This design comes from an exercise in tuning for small area, a short achievable clock period and few clock cycles on the open sky130 flow, not from production work.
No run shown here included a check of the RTL's function; only the layout flow was run.
Power and IR drop assume default switching activity.

## design/flow/constraint.sdc

```tcl
create_clock -name core_clock -period 6.5 [get_ports {clk}]
set_input_delay 1.3000 -clock core_clock [delete_from_list [all_inputs] [get_ports {clk}]]
set_output_delay 1.3000 -clock core_clock [all_outputs]
set_load 0.01 [all_outputs]
```

## design/flow/run.sh

```bash
#!/bin/bash
# synth_recipe.tcl (not shown) runs the flow's synth.tcl, then flattens the netlist and writes it again
# the make line also repeats each setting of config.mk as NAME=value (left out here)
make -C /OpenROAD-flow-scripts/flow DESIGN_CONFIG=/design/flow/config.mk WORK_HOME=/design/flow/orfs CLKGATE_MAP_FILE= SYNTH_SCRIPT=/design/flow/synth_recipe.tcl finish
```

## design/flow/config.mk

```make
export PLATFORM = sky130hd
export DESIGN_NAME = pred_expand
export DESIGN_NICKNAME = pred_expand
export VERILOG_FILES = /design/flow/design.v
export SDC_FILE = /design/flow/constraint.sdc
export NUM_CORES = 4
export LEC_CHECK = 0
export ABC_AREA = 1
export CAP_MARGIN = 20
export CORE_MARGIN = 2
export CORE_UTILIZATION = 40
export PLACE_DENSITY = 0.6
export SETUP_SLACK_MARGIN = 2.5
export SLEW_MARGIN = 20
```

## design/flow/design.v

```verilog
module pred_expand (
    input  wire        clk,
    input  wire        rst,
    input  wire        cmd_valid,
    output wire        cmd_ready,
    input  wire [14:0] cmd_size,
    input  wire        in_valid,
    output wire        in_ready,
    input  wire [7:0]  in_data,
    input  wire        in_last,
    output wire        out_valid,
    input  wire        out_ready,
    output wire [7:0]  out_data,
    output wire        done_valid,
    output wire        done_err
);
    reg st_idle, st_hdr, st_res, st_zero, st_end, st_done;
    reg [14:0] remain;       
    reg [5:0]  opos;         
    reg        emit_d;
    reg [2:0]  pred;
    reg [2:0]  k;
    reg        c;
    reg        seen_last;
    reg        err;
    reg [31:0] bbuf;         
    reg [4:0]  rp;           
    reg [1:0]  wp;           
    reg [5:0]  bcnt;         
    reg        t_valid;
    reg [8:0]  t_u;
    reg        o_valid;
    reg [7:0]  o_data;
    reg [7:0]  hist [1:7];
    wire o_free  = !o_valid || out_ready;
    wire x_take  = t_valid && o_free;
    wire t_free  = !t_valid || o_free;
    wire active  = st_hdr || st_res || st_zero;
    wire room    = (bcnt <= 6'd24) ||
                   (st_res && t_free && (bcnt <= 6'd25 + {3'd0, k})) ||
                   (st_hdr && t_free && (bcnt <= 6'd27));
    assign in_ready = !seen_last && ((active && room) || st_end);
    wire in_fire = in_valid && in_ready;
    wire [31:0] r1 = rp[0] ? {bbuf[0],    bbuf[31:1]}  : bbuf;
    wire [31:0] r2 = rp[1] ? {r1[1:0],    r1[31:2]}    : r1;
    wire [31:0] r3 = rp[2] ? {r2[3:0],    r2[31:4]}    : r2;
    wire [31:0] r4 = rp[3] ? {r3[7:0],    r3[31:8]}    : r3;
    wire [23:0] w  = rp[4] ? {r4[7:0],    r4[31:16]}   : r4[23:0];
    wire [15:0] nz  = ~w[15:0];
    wire        a8  = |nz[7:0];
    wire [7:0]  h8  = a8 ? nz[7:0] : nz[15:8];
    wire        a4  = |h8[3:0];
    wire [3:0]  h4  = a4 ? h8[3:0] : h8[7:4];
    wire        a2  = |h4[1:0];
    wire [1:0]  h2  = a2 ? h4[1:0] : h4[3:2];
    wire [3:0]  z   = {!a8, !a4, !a2, !h2[0]};
    wire        esc = ~|nz;
    reg  [15:0] zoh;
    reg  [15:0] ones;        
    reg  [6:0]  fw;          
    integer i, j;
    always @(*) begin
        ones[0] = w[0];
        for (j = 1; j < 16; j = j + 1)
            ones[j] = ones[j-1] & w[j];
        zoh[0] = nz[0];
        for (j = 1; j < 16; j = j + 1)
            zoh[j] = nz[j] & ones[j-1];
        for (i = 0; i < 7; i = i + 1) begin
            fw[i] = 1'b0;
            for (j = 0; j < 16; j = j + 1)
                fw[i] = fw[i] | (zoh[j] & w[j + 1 + i]);
        end
    end
    reg  [8:0]  u_n;
    always @(*) begin
        for (i = 0; i < 9; i = i + 1)
            u_n[i] = (i < k) ? fw[i] : (i - k < 4) ? z[i - k] : 1'b0;
    end
    wire [7:0]  u_e    = w[23:16];
    wire [8:0]  u9     = esc ? {1'b0, u_e} : u_n;
    reg  [23:0] bthermo;     
    always @(*) begin
        for (j = 0; j < 24; j = j + 1)
            bthermo[j] = (bcnt > j[5:0]);
    end
    wire [6:0]  bck1   = {1'b0, bcnt} - 7'd1 - {4'd0, k};
    wire        have_n = !esc && !bck1[6] && ({2'b0, z} <= bck1[5:0]);
    wire        have_e = bthermo[23];
    wire        have_r = have_n || (esc && have_e);
    reg  [7:0]  above_k, from_km1;
    always @(*) begin
        for (j = 0; j < 8; j = j + 1) begin
            above_k[j]  = (j > k);
            from_km1[j] = (j + 1 >= k);
        end
    end
    wire        grow   = esc ? |(u_e & above_k) : (w[0] && w[1]);
    wire        shrink = (k != 3'd0) && (esc ? !(|(u_e & from_km1)) : (!w[0] && !w[k]));
    wire [2:0]  k_inc  = (k == 3'd7) ? 3'd7 : k + 3'd1;
    wire [2:0]  k_dec  = k - 3'd1;
    wire [2:0]  k_next = grow ? k_inc : (shrink && c) ? k_dec : k;
    wire        c_next = shrink && !c && !grow;
    wire        hdr_zero = (w[2:0] == 3'd7);
    wire        have_h   = hdr_zero ? bthermo[2] : bthermo[5];
    wire act_hdr = st_hdr  && t_free;
    wire act_res = st_res  && t_free;
    wire act_zer = st_zero && t_free;
    wire take_h  = act_hdr && have_h;
    wire take_r  = act_res && have_r;
    wire starved = ((act_hdr && !have_h) || (act_res && !have_r)) && seen_last;
    wire emit    = take_r || act_zer;
    wire last_job    = emit_d ? (remain == 15'd2) : (remain == 15'd1);
    wire last_stripe = emit_d ? (opos == 6'd62)   : (opos == 6'd63);
    wire [4:0] rpk    = rp + 5'd1 + {2'd0, k};
    wire [4:0] rz3    = z[3] ? rpk + 5'd8 : rpk;
    wire [4:0] rz2    = z[2] ? rz3 + 5'd4 : rz3;
    wire [4:0] rz1    = z[1] ? rz2 + 5'd2 : rz2;
    wire [4:0] rz0    = z[0] ? rz1 + 5'd1 : rz1;
    wire [4:0] rp_res = esc ? {rp[4:3] + 2'd3, rp[2:0]} : rz0;
    wire [4:0] rp_hdr = rp + (hdr_zero ? 5'd3 : 5'd6);
    wire [5:0] bck    = bcnt - 6'd1 - {3'd0, k};
    wire [5:0] bz3    = z[3] ? bck - 6'd8 : bck;
    wire [5:0] bz2    = z[2] ? bz3 - 6'd4 : bz3;
    wire [5:0] bz1    = z[1] ? bz2 - 6'd2 : bz2;
    wire [5:0] bz0    = z[0] ? bz1 - 6'd1 : bz1;
    wire [5:0] bc_res = esc ? bcnt - 6'd24 : bz0;
    wire [5:0] bc_hdr = bcnt - (hdr_zero ? 6'd3 : 6'd6);
    wire [5:0] bc_dec = take_r ? bc_res : take_h ? bc_hdr : bcnt;
    wire [5:0] bc_nxt = {bc_dec[5:3] + {2'b0, in_fire}, bc_dec[2:0]};
    reg [7:0] p;
    always @(*) begin
        case (pred)
            3'd0:    p = o_data;
            3'd1:    p = hist[1];
            3'd2:    p = hist[3];
            3'd3:    p = hist[7];
            3'd4:    p = {o_data[6:0], 1'b0} - hist[1];
            default: p = 8'd0;
        endcase
    end
    wire [7:0] r = t_u[8:1] ^ {8{t_u[0]}};
    reg  [7:0] x;
    always @(*) begin
        case (pred)
            3'd5:    x = t_u[7:0] ^ hist[7];
            3'd7:    x = 8'd0;
            default: x = p + r;
        endcase
    end
    assign out_valid  = o_valid;
    assign out_data   = o_data;
    assign cmd_ready  = st_idle;
    assign done_valid = st_done;
    assign done_err   = err;
    integer n;
    always @(posedge clk) begin
        if (in_fire) begin
            case (wp)
                2'd0: bbuf[7:0]   <= in_data;
                2'd1: bbuf[15:8]  <= in_data;
                2'd2: bbuf[23:16] <= in_data;
                default: bbuf[31:24] <= in_data;
            endcase
        end
        if (t_free) t_u <= u9;
        if (x_take) begin
            o_data  <= x;
            hist[1] <= o_data;
            for (n = 2; n < 8; n = n + 1) hist[n] <= hist[n-1];
        end
        if (rst) begin
            st_idle   <= 1'b1;
            st_hdr    <= 1'b0;
            st_res    <= 1'b0;
            st_zero   <= 1'b0;
            st_end    <= 1'b0;
            st_done   <= 1'b0;
            pred      <= 3'd0;
            k         <= 3'd0;
            c         <= 1'b0;
            t_valid   <= 1'b0;
            o_valid   <= 1'b0;
        end else begin
            if (take_r)      rp <= rp_res;
            else if (take_h) rp <= rp_hdr;
            wp   <= wp + {1'b0, in_fire};
            bcnt <= bc_nxt;
            if (in_fire && in_last) seen_last <= 1'b1;
            if (emit)        t_valid <= 1'b1;
            else if (x_take) t_valid <= 1'b0;
            if (x_take)         o_valid <= 1'b1;
            else if (out_ready) o_valid <= 1'b0;
            if (take_h) begin
                pred <= w[2:0];
                k    <= w[5:3];
                c    <= 1'b0;
            end
            if (take_r) begin
                k <= k_next;
                c <= c_next;
            end
            emit_d <= emit;
            if (emit_d) begin
                remain <= remain - 15'd1;
                opos   <= opos + 6'd1;
            end
            if (st_idle && cmd_valid) begin
                st_idle <= 1'b0;
                st_hdr  <= 1'b1;
                remain  <= cmd_size;
            end
            if (take_h) begin
                st_hdr  <= 1'b0;
                st_zero <= hdr_zero;
                st_res  <= !hdr_zero;
            end
            if (emit && (last_job || last_stripe)) begin
                st_res  <= 1'b0;
                st_zero <= 1'b0;
                st_end  <= last_job;
                st_hdr  <= !last_job;
            end
            if (starved) begin
                err     <= 1'b1;
                st_hdr  <= 1'b0;
                st_res  <= 1'b0;
                st_end  <= 1'b1;
            end
            if (st_end && seen_last && !t_valid && o_free) begin
                st_end  <= 1'b0;
                st_done <= 1'b1;
            end
            if (st_done) begin
                st_done <= 1'b0;
                st_idle <= 1'b1;
            end
        end
        if (rst || st_idle) begin
            opos      <= 6'd0;
            emit_d    <= 1'b0;
            rp        <= 5'd0;
            wp        <= 2'd0;
            bcnt      <= 6'd0;
            seen_last <= 1'b0;
            err       <= 1'b0;
            o_data    <= 8'd0;
            for (n = 1; n < 8; n = n + 1) hist[n] <= 8'd0;
        end
    end
endmodule
```

==> results.py, run 1 <==
metrics = {
    "sta": {
        "clock.fmax_ghz": 0.235,
        "rsz0062_at_grt": "true",
        "worstMarginPinSlew_ns": 1.04,
        "setup_viol": 0,
        "hold_viol_final": 0,
        "period_share": 0.653,
        "maxSlewHeadroom": 0.304,
        "report.final.slew_viol_count": 0,
        "finClkSkew_ns": 0.0112,
        "fin_crit_ns": 4.25,
        "whs_ns": 0.466,
        "tns_ns": 0,
    },
    "cts": {
        "clock_latency_ns": 0.45,
        "cts.clk_slew.worst_paths_ns": 0.07,
        "cts_tree": "yes",
        "cts_made_buffers": 17,
        "cts.sinks": 157,
        "htree_num_levels": 4,
        "clock_path_buffers": 2,
        "root_buffer": "clkbuf_16",
    },
    "synthesis": {
        "synth.largest_area_cell": "dfxtp_1",
        "postSynthCellCount": 1771,
        "synth.avg_cell_area_um2": 6.79,
        "ys_ff_latch": 157,
        "netlist_area_um2": 12000,
        "yosys_most_used_dff": "dfxtp_1",
        "ys_seq_area_frac": 0.308,
        "ys_types": 57,
        "synthTopCellsByArea": "dfxtp_1 17%, edfxtp_1 14%, nand2_1 11%",
        "synth_fp_nets": 1869,
        "synth-edff-count": 56,
        "synth_async_sr_flop_share": 0,
        "synth_warnings": 4,
        "synth.top_cell.area_share": 0.168,
    },
    "power": {
        "ir_drop_mv": 0.232,
        "p_leak_nw": 6.85,
        "power_density_nw_per_um2": 148,
    },
    "die": {
        "fp.dieW_um": 177,
        "num_io_pins": 42,
        "core_um2": 29600,
        "initial_core_util": 0.406,
        "dieArea_um2": 31500,
        "num_rows": 63,
        "chipHeight_um": 177,
    },
    "setup_path": {
        "cpMostUsedCell": "nand2_2",
        "path_max_fanout": 9,
        "critical_path_buf_inv_count": 8,
        "crit_family": "simple AND/OR/NAND/NOR gates",
        "timing.rr.end": "bcnt[5]$_SDFFE_PP0N_",
        "cp.arrival_ns": 4.58,
        "regToRegSetupSlack_ns": 2.25,
        "crit_end": "bcnt[5]$_SDFFE_PP0N_",
        "critPathLaunch": "rp[0]$_SDFFE_PP0P_",
        "cp.required_ns": 6.83,
        "critPathKind": "register to register",
        "cp_slowest_cell": "dfxtp_4",
        "cp-start-kind": "register",
        "reg2reg_from": "rp[0]$_SDFFE_PP0P_",
        "cp.depth": 38,
        "reg2regPathDepth": 38,
        "cp-end-kind": "register",
        "slowest_delay_ns": 0.45,
    },
    "routing": {
        "route.detailed.drc": 0,
        "wl_met2_um": 19200,
        "wl_per_cell_um": 18.2,
        "top_layer_used": "met4",
        "drt_first_pass_iters": 6,
        "wl_met1_um": 17900,
        "wl_met3_um": 2700,
        "postRouteAntennaNets": 0,
        "via_per_inst": 5.71,
        "drt_iter0_drc": 1198,
        "wl_um": 41300,
        "dr_total_vias": 12900,
    },
    "cells_and_area": {
        "layout.nets": 1961,
        "num_antenna_cells": 0,
        "fin_cells": 2266,
        "multiInputGateArea_um2": 8790,
        "final_common_cell": "nand2_1",
        "layout_common_cells": "307 x nand2_1, 221 x nor2_1, 151 x inv_1",
        "regArea_um2": 3720,
        "drive_gt1_frac": 0.245,
        "num-fill-cells": 2800,
        "area_growth_pct": 30.9,
    },
    "place": {
        "gp_congestion": 0.936,
        "dp_hpwl_um": 28000,
        "numPortBuffers": 41,
        "dpl.cell_count": 2153,
    },
    "global_route": {
        "grt_max_degree": 72,
        "grt_pass1_vias": 12100,
        "grt-ovfl-total": 0,
        "antenna_found_initial": 0,
        "grt_usage": 0.259,
        "grt_pass1_wl_um": 64300,
    },
    "job": {
        "drv_cap": 0,
    },
    "status": {
        "status": "timing/DRC/antenna clean",
    },
    "min_path": {
        "min_path_type": "register to register",
    },
}
## how the worst min path moves through the flow
stage	startpoint	endpoint	slack [ns]	cells past startpoint
2_1_floorplan	opos[5]$_SDFFE_PP0P_	opos[5]$_SDFFE_PP0P_	0.45	2
3_3_place_gp	st_done$_SDFF_PP0_	st_done$_SDFF_PP0_	0.46	1
3_5_place_dp	st_done$_SDFF_PP0_	st_done$_SDFF_PP0_	0.46	1
4_1_cts	st_done$_SDFF_PP0_	st_done$_SDFF_PP0_	0.47	1
5_1_grt	st_done$_SDFF_PP0_	st_done$_SDFF_PP0_	0.49	1
6_report	st_done$_SDFF_PP0_	st_done$_SDFF_PP0_	0.47	1
## sequential cells by signal, indices dropped and copies added (netlist names), 2 cells and up
register,count
hist,56
rp,5
opos,6
remain,15
bcnt,6
o_data,8
bbuf,32
t_u,9
wp,2
k,3
pred,3
## timing repair
action / in CTS / in global routing
hold buffers: 0 / 0
gates cloned: 6 / 2
pin swaps: 53 / 60
gates resized for setup: 256 / 109
buffers inserted: 46 / 27
setup endpoints to repair: 44 / 24
## metal layers
| layer | vias up | GRT usage |
|---|---|---|
| met3 | 117 | 0.0540 |
| met1 | 6066 | 0.337 |
| met4 | 0 | 0.106 |
| li1 | 6194 | - |
| met5 | - | 0 |
| met2 | 551 | 0.417 |
## stage by stage
| step | power (W) | instance area [µm²] | util | setup slack [ns] |
|---|---|---|---|---|
| 2_1_floorplan | 0.00120 | 12000 | - | 2.52 |
| 3_3_place_gp | 0.00126 | 12700 | 0.430 | 1.45 |
| 3_5_place_dp | 0.00126 | 12700 | 0.430 | 1.38 |
| 4_1_cts | 0.00235 | 15000 | 0.505 | 2.42 |
| 5_1_grt | 0.00243 | 15700 | 0.531 | 1.98 |
| 6_report | 0.00234 | 15700 | 0.531 | 2.25 |
## layout make-up
type                    instances  area share
repair inverters                3     0.00397
well taps                     390      0.0310
inverters                     178      0.0468
repair buffers                136      0.0836
flip-flops and latches        157       0.237
clock buffers                  21      0.0300
multi-input cells            1370       0.558
clock inverters                11     0.00970
## logic make-up (layout without fill, tap and decap cells)
kind of cell	Yosys count	after routing	share of synthesized area
buffers and inverters	244	349	0.0833
flip-flops	157	157	0.308
adder cells (fa/ha/maj)	69	69	0.0743
AND/OR/NAND/NOR	923	923	0.337
XOR/XNOR	51	51	0.0372
AO/OA/AOI/OAI	327	327	0.160
## Yosys cell counts, drive strengths merged, types with 9 or more instances
cell	count
clkbuf	37
xor2	38
ha	65
nor3	27
nand3	234
o21ai	134
or2	9
nand4	15
a21oi	93
nand2	387
o2111ai	11
a31oi	12
o22ai	15
dfxtp	101
nor2	239
xnor2	13
a221oi	14
buf	29
o221ai	10
inv	174
edfxtp	56
## power by group
group          leakage (nW)  switching [W]  total (W)  internal (W)
registers              1.36      0.0000138    0.00104       0.00103
logic                  5.18       0.000140   0.000231     0.0000908
clock network         0.310       0.000420    0.00106      0.000643
==> inputs of run 2 (changes only) <==
--- a/design/flow/config.mk
+++ b/design/flow/config.mk
@@ -5,7 +5,7 @@
 export SDC_FILE = /design/flow/constraint.sdc
 export NUM_CORES = 4
 export LEC_CHECK = 0
-export ABC_AREA = 1
+export ABC_AREA = 0
 export CAP_MARGIN = 20
 export CORE_MARGIN = 2
 export CORE_UTILIZATION = 40
==> run 2 against run 1 <==
  * Power shrank 6.0%
  * Utilization is 2.9 points lower
  * Critical path depth decreased by 16
  * Via count decreased by 12%
  * Largest cell class unchanged
==> results.py, run 2 <==
metrics = {
    "status": {
        "status": "timing/DRC/antenna clean",
    },
    "cells_and_area": {
        "regArea_um2": 3720,
        "num-fill-cells": 2800,
        "multiInputGateArea_um2": 8690,
        "reg_top3": "hist x56, bbuf x32, remain x15",
        "fin_cells": 1873,
        "drive_gt1_frac": 0.244,
        "layout.nets": 1562,
        "regMostFlops": "hist",
        "final_common_cell": "nand2_1",
        "layout_common_cells": "214 x nand2_1, 106 x a21oi_1, 95 x dfxtp_1",
        "largest_reg_flops": 56,
        "area_growth_pct": 24.1,
        "num_antenna_cells": 0,
    },
    "cts": {
        "cts.clk_slew.worst_paths_ns": 0.07,
        "cts_made_buffers": 17,
        "htree_num_levels": 4,
        "clock_latency_ns": 0.45,
        "root_buffer": "clkbuf_16",
        "clock_path_buffers": 2,
        "cts_tree": "yes",
        "cts.sinks": 157,
        "cts_hold_buf": 0,
    },
    "setup_path": {
        "path_max_fanout": 4,
        "critPathKind": "register to register",
        "crit_end": "bcnt[4]$_SDFFE_PP0N_",
        "reg2reg_from": "rp[1]$_SDFFE_PP0P_",
        "crit_chain": "buf_12 -> clkbuf_16 -> mux4_2 -> mux4_2 -> mux2i_4 -> buf_6 -> nor2_4 -> nand3_2 -> a31o_4 -> o221a_4 -> o21a_4 -> inv_6 -> ha_4 -> or3_4 -> o311a_4 -> o21ai_4 -> nand2_4 -> o32a_1 -> o21ai_1 -> ha_2 -> ha_4 -> and2_1",
        "cp-start-kind": "register",
        "critPathLaunch": "rp[1]$_SDFFE_PP0P_",
        "cp_slowest_cell": "mux4_2",
        "cp-end-kind": "register",
        "regToRegSetupSlack_ns": 1.44,
        "reg2regPathDepth": 22,
        "cp.arrival_ns": 5.40,
        "cp.required_ns": 6.84,
        "slowest_delay_ns": 0.54,
        "timing.rr.end": "bcnt[4]$_SDFFE_PP0N_",
    },
    "job": {
        "drv_cap": 0,
    },
    "die": {
        "num_io_pins": 42,
        "dieArea_um2": 32200,
        "fp.dieW_um": 179,
        "core_um2": 30400,
        "chipHeight_um": 179,
        "num_rows": 64,
        "initial_core_util": 0.404,
    },
    "global_route": {
        "grt-ovfl-total": 0,
        "grt_max_degree": 79,
        "grt_pass1_vias": 10500,
        "antenna_found_initial": 0,
        "grt_usage": 0.228,
        "grt_pass1_wl_um": 57500,
    },
    "synthesis": {
        "synth_async_sr_flop_share": 0,
        "synth.top_cell.area_share": 0.164,
        "yosys_most_used_dff": "dfxtp_1",
        "post-synth-top-count-cell": "nand2_1",
        "synth.avg_cell_area_um2": 8.95,
        "synth.largest_area_cell": "dfxtp_1",
        "netlist_area_um2": 12300,
        "synth-edff-count": 56,
        "ys_ff_latch": 157,
        "yosys-top-cells-count": "218 x nand2_1, 115 x a21oi_1, 101 x dfxtp_1",
        "ys_types": 89,
        "synth_warnings": 4,
        "synthTopCellsByArea": "dfxtp_1 16%, edfxtp_1 14%, mux4_2 11%",
        "ys_seq_area_frac": 0.301,
        "postSynthCellCount": 1374,
        "synth_fp_nets": 1472,
    },
    "routing": {
        "route.detailed.drc": 0,
        "postRouteAntennaNets": 0,
        "wl_per_cell_um": 19.8,
        "drt_first_pass_iters": 6,
        "via_per_inst": 6.04,
        "drt_iter0_drc": 1132,
        "dr_total_vias": 11300,
        "wl_um": 37100,
    },
    "sta": {
        "rsz0062_at_grt": "true",
        "hold_viol_final": 0,
        "setup_viol": 0,
        "clock.fmax_ghz": 0.197,
        "fin_crit_ns": 5.06,
        "period_share": 0.779,
        "maxSlewHeadroom": 0.320,
        "worstMarginPinSlew_ns": 1.02,
        "report.final.slew_viol_count": 0,
        "finClkSkew_ns": 0.0151,
        "tns_ns": 0,
    },
    "place": {
        "numPortBuffers": 41,
        "dp_hpwl_um": 25500,
        "dpl.cell_count": 1757,
        "gp_congestion": 1.01,
    },
    "min_path": {
        "min_path_type": "register to register",
    },
    "power": {
        "ir_drop_mv": 0.186,
        "p_leak_nw": 5.32,
        "power_density_nw_per_um2": 144,
    },
}
==> run 2: cell count changes in the layout (fill, tap and decap cells not counted), moves of 24 or more <==
| cell | before | now |
|---|---|---|
| nor2_1 | 221 | 80 |
| nand3_1 | 64 | 27 |
| inv_1 | 151 | 44 |
| nand2_1 | 307 | 214 |
| o21ai_0 | 121 | 40 |
| mux4_2 | 0 | 60 |
| mux2i_1 | 0 | 29 |
| nand3_2 | 145 | 6 |
| xnor2_1 | 13 | 37 |
| nand3_4 | 25 | 0 |
| nand2_2 | 60 | 4 |
==> run 2: how the worst min path moves through the flow <==
stage | cells after the start | end | startpoint
2_1_floorplan | 2 | hist[5][0]$_SDFFE_PP0P_ | hist[4][0]$_SDFFE_PP0P_
3_3_place_gp | 2 | hist[7][1]$_SDFFE_PP0P_ | hist[6][1]$_SDFFE_PP0P_
3_5_place_dp | 2 | hist[7][1]$_SDFFE_PP0P_ | hist[6][1]$_SDFFE_PP0P_
4_1_cts | 2 | hist[7][1]$_SDFFE_PP0P_ | hist[6][1]$_SDFFE_PP0P_
5_1_grt | 2 | hist[7][2]$_SDFFE_PP0P_ | hist[6][2]$_SDFFE_PP0P_
6_report | 2 | hist[7][1]$_SDFFE_PP0P_ | hist[6][1]$_SDFFE_PP0P_
==> run 2: repair_timing <==
item	in CTS	in global routing
pin swaps	17	48
endpoints found under the setup margin	67	67
resized for setup	56	109
gates cloned	3	3
buffers inserted	36	42
==> run 2: cells by family (layout without fill, tap and decap cells) <==
kind of cell             Yosys count  after routing  share of synthesized area
flip-flops                       157            157                      0.301
adder cells (fa/ha/maj)           69             69                     0.0726
multiplexers                     126            126                      0.171
AND/OR/NAND/NOR                  469            469                      0.172
AO/OA/AOI/OAI                    339            339                      0.183
XOR/XNOR                          73             73                     0.0520
buffers and inverters            141            244                     0.0482
==> run 2: cell type report <==
| cell class | instances | area share |
|---|---|---|
| Inverter | 56 | 0.0164 |
| Clock buffer | 20 | 0.0307 |
| Timing Repair Buffer | 156 | 0.101 |
| Sequential cell | 157 | 0.244 |
| Multi-Input combinational cell | 1076 | 0.569 |
| Clock inverter | 12 | 0.00647 |
| Tap cell | 396 | 0.0325 |
==> run 2: critical path, delay by kind of cell (launching register included) <==
family          cells  cell delay, ns
buf+inv             4            0.45
simple gates        5            0.70
compound gates      7            1.53
fa+ha+maj           3            0.54
flops               1            0.39
mux                 3            1.32
==> run 2: metrics by stage <==
stage / hold WS [ns] / power (W) / worst slack (ns) / utilization / area (µm²)
CTS: 0.448 / 0.00221 / 1.42 / 0.473 / 14400
floorplan: 0.432 / 0.00117 / 1.48 / - / 12500
finish: 0.441 / 0.00220 / 1.44 / 0.502 / 15300
global placement: 0.437 / 0.00123 / 0.958 / 0.435 / 13200
global route: 0.467 / 0.00228 / 1.30 / 0.502 / 15300
detailed placement: 0.445 / 0.00123 / 0.818 / 0.435 / 13200
==> run 2: power breakdown <==
part           internal, W  switching (W)
Clock             0.000530       0.000428
Combinational    0.0000883       0.000108
Sequential         0.00103      0.0000152
Total              0.00165       0.000551
==> run 2: layer usage <==
metal / routed length (µm) / global-route usage
met4: 1660 / 0.105
met2: 17000 / 0.355
met3: 2420 / 0.0380
met1: 15900 / 0.311
met5: 0 / 0
==> inputs of run 3 (changes only) <==
--- a/design/flow/config.mk
+++ b/design/flow/config.mk
@@ -5,10 +5,11 @@
 export SDC_FILE = /design/flow/constraint.sdc
 export NUM_CORES = 4
 export LEC_CHECK = 0
-export ABC_AREA = 0
+export ABC_AREA = 1
 export CAP_MARGIN = 20
 export CORE_MARGIN = 2
 export CORE_UTILIZATION = 40
 export PLACE_DENSITY = 0.6
 export SETUP_SLACK_MARGIN = 2.5
 export SLEW_MARGIN = 20
+export TNS_END_PERCENT = 10
==> run 3 against run 2 <==
  * Still clean
  * Global-route usage rose by 3.0 points
  * Utilization rose by 2.4 points
  * Critical path depth rose by 12
  * Final cell count rose by 20%
  * Design area rose by 2.2%
  * Count of clock-buffer cells in the layout rose by 1
  * Fmax rose by 19%
  * Sequential share of layout area fell by 0.48 points
  * Die area fell by 2.2%
  * Worst setup slack improved by 0.82 ns
==> results.py, run 3 <==
metrics = {
    "cells_and_area": {
        "final_core_util": 0.526,
        "layout.nets": 1951,
        "area_growth_pct": 29.7,
        "layout_common_cells": "309 x nand2_1, 223 x nor2_1, 154 x inv_1",
        "largest_reg_flops": 56,
        "fin_area_um2": 15600,
        "drive_gt1_frac": 0.234,
        "num_antenna_cells": 0,
        "final_common_cell": "nand2_1",
        "reg_top3": "hist x56, bbuf x32, remain x15",
        "num-fill-cells": 2813,
        "regMostFlops": "hist",
    },
    "cts": {
        "cts.clk_slew.worst_paths_ns": 0.07,
        "clock_latency_ns": 0.45,
        "cts_hold_buf": 0,
        "cts_made_buffers": 17,
        "clock_path_buffers": 2,
        "htree_num_levels": 4,
        "cts_tree": "yes",
        "root_buffer": "clkbuf_16",
        "cts.sinks": 157,
    },
    "global_route": {
        "grt-ovfl-total": 0,
        "grt_pass1_vias": 12100,
        "antenna_found_initial": 0,
        "grt_pass1_wl_um": 64300,
        "grt_usage": 0.259,
        "grt_max_degree": 72,
    },
    "place": {
        "numPortBuffers": 41,
        "dp_hpwl_um": 28000,
        "place_area_um2": 12700,
        "gp_congestion": 0.936,
    },
    "setup_path": {
        "reg2regPathDepth": 34,
        "critical_path_buf_inv_count": 6,
        "timing.rr.end": "bcnt[5]$_SDFFE_PP0N_",
        "cp_slowest_cell": "nand4_1",
        "cp-start-kind": "register",
        "crit_family": "simple AND/OR/NAND/NOR gates",
        "regToRegSetupSlack_ns": 2.26,
        "cp.required_ns": 6.83,
        "cpMostUsedCell": "nand2_1",
        "cp.arrival_ns": 4.58,
        "slowest_delay_ns": 0.47,
        "critPathKind": "register to register",
        "reg2reg_from": "rp[0]$_SDFFE_PP0P_",
        "cp-end-kind": "register",
        "path_max_fanout": 8,
    },
    "synthesis": {
        "netlist_area_um2": 12000,
        "yosys_most_used_dff": "dfxtp_1",
        "synth.top_cell.area_share": 0.168,
        "ys_types": 57,
        "post-synth-top-count-cell": "nand2_1",
        "synthTopCellsByArea": "dfxtp_1 17%, edfxtp_1 14%, nand2_1 11%",
        "synth_fp_nets": 1869,
        "synth.largest_area_cell": "dfxtp_1",
        "synth.avg_cell_area_um2": 6.79,
        "postSynthCellCount": 1771,
        "ys_ff_latch": 157,
        "synth_async_sr_flop_share": 0,
        "synth_warnings": 4,
        "yosys-top-cells-count": "365 x nand2_1, 232 x nand3_1, 231 x nor2_1",
        "ys_seq_area_frac": 0.308,
        "synth-edff-count": 56,
    },
    "power": {
        "ir_drop_mv": 0.233,
        "p_leak_nw": 6.79,
        "power_density_nw_per_um2": 150,
    },
    "die": {
        "fp.dieW_um": 177,
        "initial_core_util": 0.406,
        "num_io_pins": 42,
        "chipHeight_um": 177,
        "num_rows": 63,
        "dieArea_um2": 31500,
        "core_um2": 29600,
    },
    "routing": {
        "postRouteAntennaNets": 0,
        "dr_total_vias": 12900,
        "wl_um": 41100,
        "route.detailed.drc": 0,
        "wl_per_cell_um": 18.2,
        "drt_first_pass_iters": 6,
        "via_per_inst": 5.71,
        "drt_iter0_drc": 1172,
    },
    "sta": {
        "tns_ns": 0,
        "fin_crit_ns": 4.24,
        "setup_viol": 0,
        "maxSlewHeadroom": 0.305,
        "hold_viol_final": 0,
        "rsz0062_at_grt": "true",
        "report.final.slew_viol_count": 0,
        "clock.fmax_ghz": 0.236,
        "finClkSkew_ns": 0.0134,
        "period_share": 0.653,
        "worstMarginPinSlew_ns": 1.03,
    },
    "job": {
        "drv_cap": 0,
    },
    "min_path": {
        "worstHoldEndpoint": "st_done$_SDFF_PP0_",
        "min_from": "st_done$_SDFF_PP0_",
        "min_path_type": "register to register",
        "hold_depth": 1,
    },
    "status": {
        "status": "timing/DRC/antenna clean",
    },
}
==> run 3: cell types whose count changed after synthesis, moves of 25 or more <==
cell / change
inv_1: +112
mux2_2: -25
mux2i_1: -34
mux4_2: -60
nand2_1: +147
nand3_1: +201
nor2_1: +144
o21ai_0: +68
==> run 3: how the worst max path moves through the flow <==
stage,startpoint,endpoint,slack [ns],depth (start not counted)
floorplan,rp[0]$_SDFFE_PP0P_,bcnt[5]$_SDFFE_PP0N_,2.52,34
global placement,out_ready,in_ready,1.45,12
detailed placement,rp[3]$_SDFFE_PP0P_,bcnt[5]$_SDFFE_PP0N_,1.38,29
CTS,rp[0]$_SDFFE_PP0P_,bcnt[5]$_SDFFE_PP0N_,2.42,32
global route,rp[0]$_SDFFE_PP0P_,bcnt[5]$_SDFFE_PP0N_,1.99,33
finish,rp[0]$_SDFFE_PP0P_,bcnt[5]$_SDFFE_PP0N_,2.26,34
==> run 3: report_power, final <==
part / switching [W] / leakage [nW] / internal (W)
sequential: 0.0000139 / 1.36 / 0.00103
clock: 0.000420 / 0.310 / 0.000643
combinational: 0.000138 / 5.12 / 0.0000877
==> run 3: final cells by class <==
| type | instances | area (µm²) | share of cell area |
|---|---|---|---|
| clock buffers | 21 | 472 | 0.0302 |
| clock inverters | 11 | 153 | 0.00979 |
| repair buffers | 126 | 1230 | 0.0787 |
| well taps | 390 | 488 | 0.0313 |
| repair inverters | 3 | 62.6 | 0.00401 |
| flip-flops and latches | 157 | 3720 | 0.239 |
| inverters | 178 | 734 | 0.0471 |
| multi-input cells | 1370 | 8740 | 0.560 |
==> run 3: what timing repair did <==
item,4_1_cts,5_1_grt
setup endpoints to repair,44,24
resized for setup,256,93
cloned,6,2
setup buffers,46,17
pin swaps,53,44
==> run 3: cells by family after synthesis <==
logic type	synth area share
AOI/OAI and AO/OA	0.160
xor gates and xnor gates	0.0372
adders and majority gates	0.0743
buffers and inverters	0.0833
DFF	0.308
and+or+nand+nor	0.337
==> run 3: through the flow <==
stage | setup WS, ns | hold slack [ns] | cells | total power (W)
3_3_place_gp | 1.45 | 0.455 | 2153 | 0.00126
6_report | 2.26 | 0.465 | 2256 | 0.00233
3_5_place_dp | 1.38 | 0.456 | 2153 | 0.00126
2_1_floorplan | 2.52 | 0.447 | 1771 | 0.00120
5_1_grt | 1.99 | 0.493 | 2256 | 0.00243
4_1_cts | 2.42 | 0.465 | 2237 | 0.00235
==> run 3: metal layers <==
metal  wire [µm]  vias to the layer above  GRT usage
li1            -                     6177          -
met1       17800                     6039      0.337
met2       19100                      548      0.417
met3        2740                      122     0.0540
met4        1460                        0      0.106
met5           0                        -          0

==> re-timing with driven ports <==
The flow's constraints put no driver on any port. The routed layouts listed below were extracted and timed again, unchanged, in two steps. Step 1 sets driving cells, clkbuf_16 on the clock port and buf_2 on the other inputs (assumed; they add their load-dependent delay and slew). Step 2 also shifts input and output timing later by t, the mid clock arrival at the registers, as if the neighbouring blocks saw the same clock. a / b / c = no drivers / after step 1 / after step 2; a / b = the first two.
| run | t, ns | setup WS [ns] | worst hold slack (ns) | clock arrival spread, ns | cell pins on the clock port's net |
|---|---|---|---|---|---|
| run 1 | 0.493 | 2.253 / 2.253 / 2.253 | 0.466 / 0.466 / 0.466 | 0.012 / 0.011 | 1 |
| run 2 | 0.493 | 1.436 / 1.436 / 1.436 | 0.441 / 0.441 / 0.441 | 0.016 / 0.015 | 1 |
| run 3 | 0.495 | 2.257 / 2.257 / 2.257 | 0.465 / 0.465 / 0.465 | 0.014 / 0.014 | 1 |
After both steps every run listed still meets setup and hold.
